This design comes from an exercise in tuning for small area, a short achievable clock period and few clock cycles per item on the open sky130 flow, not from production work. RTL that was checked went through simulation tests only; none was proved equivalent to the original. Power figures rest on the tool's default switching activity, not on a simulated workload.

## alpha
// zlc_tilechk
module zlc_tilechk (
    input  wire         clk,
    input  wire         rst,          
    input  wire [15:0]  cfg_lenm1,    
    input  wire         in_valid,
    output wire         in_ready,
    input  wire [255:0] in_data,      
    input  wire         in_first,
    input  wire         in_last,
    output wire         res_valid,
    output wire [2:0]   res_check,    
    output wire [31:0]  res_crc       
);
    assign in_ready = 1'b1;
    reg         v_q;                  
    reg         last_q, first_q;
    reg         hdr_q;                
    reg         hold_q;               
    reg  [31:0] y_q;                  
    reg  [31:0] field_q;              
    reg         poison_q;             
    reg         ok_a_q, bounds_q, big_q, nnz0_q;
    reg  [13:0] nm1_q, lo_q, hi_q, nnzm1_q;
    reg  [6:0]  pum1_q;
    reg  [2:0]  hfail_q;              
    reg  [7:0]  rem_q;                
    wire        hdr_now = v_q ? last_q : hold_q;
    wire        take    = in_valid && !rst;
    localparam [31:0] P_FIX = 32'h7D16_3C71;
    wire        after_hdr = hdr_q && !hdr_now;
    wire [31:0] s_in = hdr_now ? 32'hFFFF_FFFF :
                       hdr_q   ? (field_q ^ (poison_q ? P_FIX : 32'd0)) : y_q;
    wire [31:0] u_in = after_hdr ? y_q : 32'd0;
    wire [31:0] y_n;
    tc_crc_step u_crc (
        .s (s_in),
        .d (in_data),
        .u (u_in),
        .y (y_n)
    );
    wire        ok_a, bounds_ok, big, nnz0;
    wire [13:0] nm1, lo, hi, nnzm1;
    tc_header_a u_hdr_a (
        .hdr (in_data), .lenm1 (cfg_lenm1),
        .ok_a (ok_a), .bounds_ok (bounds_ok), .nm1 (nm1), .big (big),
        .lo (lo), .hi (hi), .nnzm1 (nnzm1), .nnz0 (nnz0)
    );
  ...
For scale: roughly 140 flip-flops, roughly 27000 sq um of cells after synthesis.
Settings: LEC_CHECK=0, ABC_CLOCK_PERIOD_IN_PS=30000, CAP_MARGIN=20, CORE_MARGIN=2, CORE_UTILIZATION=40, SLEW_MARGIN=20; clock period 50.0 ns.
standard.sh (not shown) runs the stock make flow with config.mk's settings and CLKGATE_MAP_FILE= SYNTH_SCRIPT=/design/flow/synth_recipe.tcl, a recipe that flattens the netlist after the stock synthesis.
==> flow/flow/run.sh <==
#!/bin/bash
# Standard layout, with the ports buffered by sky130_fd_sc_hd__buf_2
# instead of the buffer that buffer_ports picks by default.
set -e
export BUFFER_PORTS_ARGS="-buffer_cell sky130_fd_sc_hd__buf_2"
export SETUP_SLACK_MARGIN=36.5
bash standard.sh > standard.log 2>&1
alpha: all stages complete, timing, DRC and antenna checks passed
## Diff of input files: beta against alpha
diff --git a/flow/flow/run.sh b/flow/flow/run.sh
--- a/flow/flow/run.sh
+++ b/flow/flow/run.sh
@@ -6 +5,0 @@
-export SETUP_SLACK_MARGIN=36.5
## What came out
- From alpha to beta the numbers moved as follows: proportion of cell area occupied by multi-input gates went up, share of power burned in combinational logic went down, setup slack went down.
- NOTE: number of fill cells in the layout in beta exceeds that of alpha
- The met1 wire length of beta exceeds that of alpha by 5.6%.
- beta -> alpha: clock network fraction of total power flat
- For beta, the first element of the critical path was in_data[0], unlike alpha, where it was in_data[210].
- alpha -> beta: area of the mapped netlist delta 0, exact match
- The run showing the smaller worst hold slack is beta.
- Looking at beta and alpha, the number of placed cells counting well taps is a wash.
- Delta (beta minus alpha): total wire length after detailed routing now larger, synthesis-to-layout area growth shows a reduction of 3.1 points.
Edits applied to the flow inputs when going from beta to gamma:
diff --git a/flow/flow/run.sh b/flow/flow/run.sh
--- a/flow/flow/run.sh
+++ b/flow/flow/run.sh
@@ -5,0 +6 @@
+export SETUP_SLACK_MARGIN=36.0
==> comparison <==
From beta to gamma the numbers moved as follows: fraction of area in multi-input gates now smaller; critical path depth now smaller.
Final worst-path setup slack, beta and gamma: higher on gamma
Area occupied by multi-input gates of beta is on par with gamma.
Function was not checked in any run of this note: the RTL went through the layout flow alone.

* * *

Setup of willow:
Another version of the RTL of zlc_tilechk (not shown whole).
For scale: roughly 140 flip-flops, ~310 I/O pins.
==> flow/config.mk <==
export PLATFORM = sky130hd
export DESIGN_NAME = zlc_tilechk
export DESIGN_NICKNAME = zlc_tilechk
export VERILOG_FILES = /design/flow/design.v
export SDC_FILE = /design/flow/constraint.sdc
export NUM_CORES = 4
export LEC_CHECK = 0
export ABC_CLOCK_PERIOD_IN_PS = 30000
export CAP_MARGIN = 20
export CORE_MARGIN = 2
export CORE_UTILIZATION = 40
export SLEW_MARGIN = 20
==> flow/constraint.sdc <==
create_clock -name core_clock -period 50.0 [get_ports {clk}]
set_input_delay 10.0000 -clock core_clock [delete_from_list [all_inputs] [get_ports {clk}]]
set_output_delay 10.0000 -clock core_clock [all_outputs]
set_load 0.01 [all_outputs]
==> flow/flow/run.sh <==
#!/bin/bash
# Standard layout, with the ports buffered by sky130_fd_sc_hd__buf_2
# instead of the buffer that buffer_ports picks by default.
set -e
export BUFFER_PORTS_ARGS="-buffer_cell sky130_fd_sc_hd__buf_2"
bash standard.sh > standard.log 2>&1
> inputs changed (willow -> violet)
==> flow/flow/run.sh <==
#!/bin/bash
# Standard layout, with the ports buffered by sky130_fd_sc_hd__buf_4
# instead of the buffer that buffer_ports picks by default.
set -e
export BUFFER_PORTS_ARGS="-buffer_cell sky130_fd_sc_hd__buf_4"
bash standard.sh > standard.log 2>&1
Findings:
- violet: highest cell delay on the worst timing path 70 ps below willow
- Relative to willow, the largest net degree at the start of global routing measured on violet has decreased by a few percent.
- Hold slack across violet and willow: no real change.
- Higher share of power burned in combinational logic among violet and willow: violet
- violet against willow; final routed wire length divided by cell count is up slightly.
- What violet reported for largest vdd supply drop has to be multiplied by 0.55 to get the figure for willow.
- violet went all the way through synthesis, placement and routing and the layout is clean on timing, DRC and antenna.
Function was not checked in any run of this note: the RTL went through the layout flow alone.

* * *

Another version of the RTL of zlc_tilechk (not shown whole).
Size in the first run: roughly 3000 cells after synthesis, roughly 140 flip-flops, roughly 0.027 mm^2 of cells after synthesis.
export LEC_CHECK = 0
export ABC_CLOCK_PERIOD_IN_PS = 30000
export CAP_MARGIN = 20
export CORE_MARGIN = 2
export CORE_UTILIZATION = 40
export SLEW_MARGIN = 20
create_clock -name core_clock -period 50.0 [get_ports {clk}]
==> flow/flow/run.sh <==
#!/bin/bash
# Standard layout, with the ports buffered by sky130_fd_sc_hd__buf_1
# instead of the buffer that buffer_ports picks by default, and ORFS's timing
# repair aiming at a setup slack of SETUP_SLACK_MARGIN ns at the design's period.
set -e
export BUFFER_PORTS_ARGS="-buffer_cell sky130_fd_sc_hd__buf_1"
export SETUP_SLACK_MARGIN=36.0
bash standard.sh > standard.log 2>&1
Testbench counts at the start, summed over its fixed seeds: cycles 66,901, entries 66,893.
Next try:
==> flow/flow/run.sh (replaced) <==
#!/bin/bash
# Standard layout, with the ports buffered by sky130_fd_sc_hd__buf_2
# instead of the buffer that buffer_ports picks by default, and ORFS's timing
# repair aiming at a setup slack of SETUP_SLACK_MARGIN ns at the design's period.
set -e
export BUFFER_PORTS_ARGS="-buffer_cell sky130_fd_sc_hd__buf_2"
export SETUP_SLACK_MARGIN=36.0
bash standard.sh > standard.log 2>&1
Settings changed: CORE_UTILIZATION 40 to 50.
Result:
- cell area falls by 1.0%
- sequential cell count stays the same
- area after synthesis is unchanged
Next try:
Settings changed: CORE_UTILIZATION 50 to 40.
The new run passed the timing, DRC and antenna checks. Synthesized cell count stays the same. Flip-flop and latch count is unchanged. First-iteration DRC count shrinks by 15%. Design area came out higher by about 0.6%.
Next try:
--- a/flow/flow/run.sh
+++ b/flow/flow/run.sh
@@ -6,3 +6,3 @@
 export BUFFER_PORTS_ARGS="-buffer_cell sky130_fd_sc_hd__buf_2"
-export SETUP_SLACK_MARGIN=36.0
+export SETUP_SLACK_MARGIN=36.5
 bash standard.sh > standard.log 2>&1
Settings changed: TNS_END_PERCENT set to 5.
- global-route usage is about the same
- total power is about the same
- combinational power hardly moves
- utilization is higher by 0.41 points
- wire length stays flat
- non-clock buffer count grows by 11
- die area does not change
- count of clock-buffer cells in the layout went down by 5
- worst hold slack degrades by 0.013 ns
- design area rises slightly

separate check: timing with driven ports:
Ports are ideal in the flow. The routed layouts listed here were re-timed in OpenROAD. Step 1, drivers: a clkbuf_16 drives clk and a buf_2 each remaining input, both assumed. Step 2 also shifts input and output timing later by t, the mid clock arrival at the registers, as if the neighbouring blocks saw the same clock. Slacks: no drivers / after step 1 / after step 2; pairs: no drivers / after step 1.
run | shift t [ns] | setup slack, ns | worst setup path at the end | worst slew at a driven data input, ns
alpha | 0.500 | 36.285 / 36.313 / 35.813 | input to register | 0.18
beta | 0.524 | 35.734 / 35.750 / 35.226 | input to register | 0.08
gamma | 0.510 | 36.081 / 36.114 / 35.603 | input to register | 0.07
willow | 0.496 | 33.905 / 33.935 / 33.439 | input to register | 0.07
violet | 0.496 | 34.179 / 34.205 / 33.709 | input to register | 0.07
the first run of note 3 | 0.506 | 35.786 / 35.818 / 35.312 | input to register | 0.06
the second run of note 3 | 0.510 | 35.983 / 36.017 / 35.508 | input to register | 0.11
the third run of note 3 | 0.499 | 36.119 / 36.148 / 35.649 | input to register | 0.04
the fourth run of note 3 | 0.499 | 36.138 / 36.173 / 35.674 | input to register | 0.06
After both steps every run listed still meets setup and hold. For beta, which loses most, drivers alone change the setup slack by +0.016 ns; drivers and shift together by -0.508 ns.
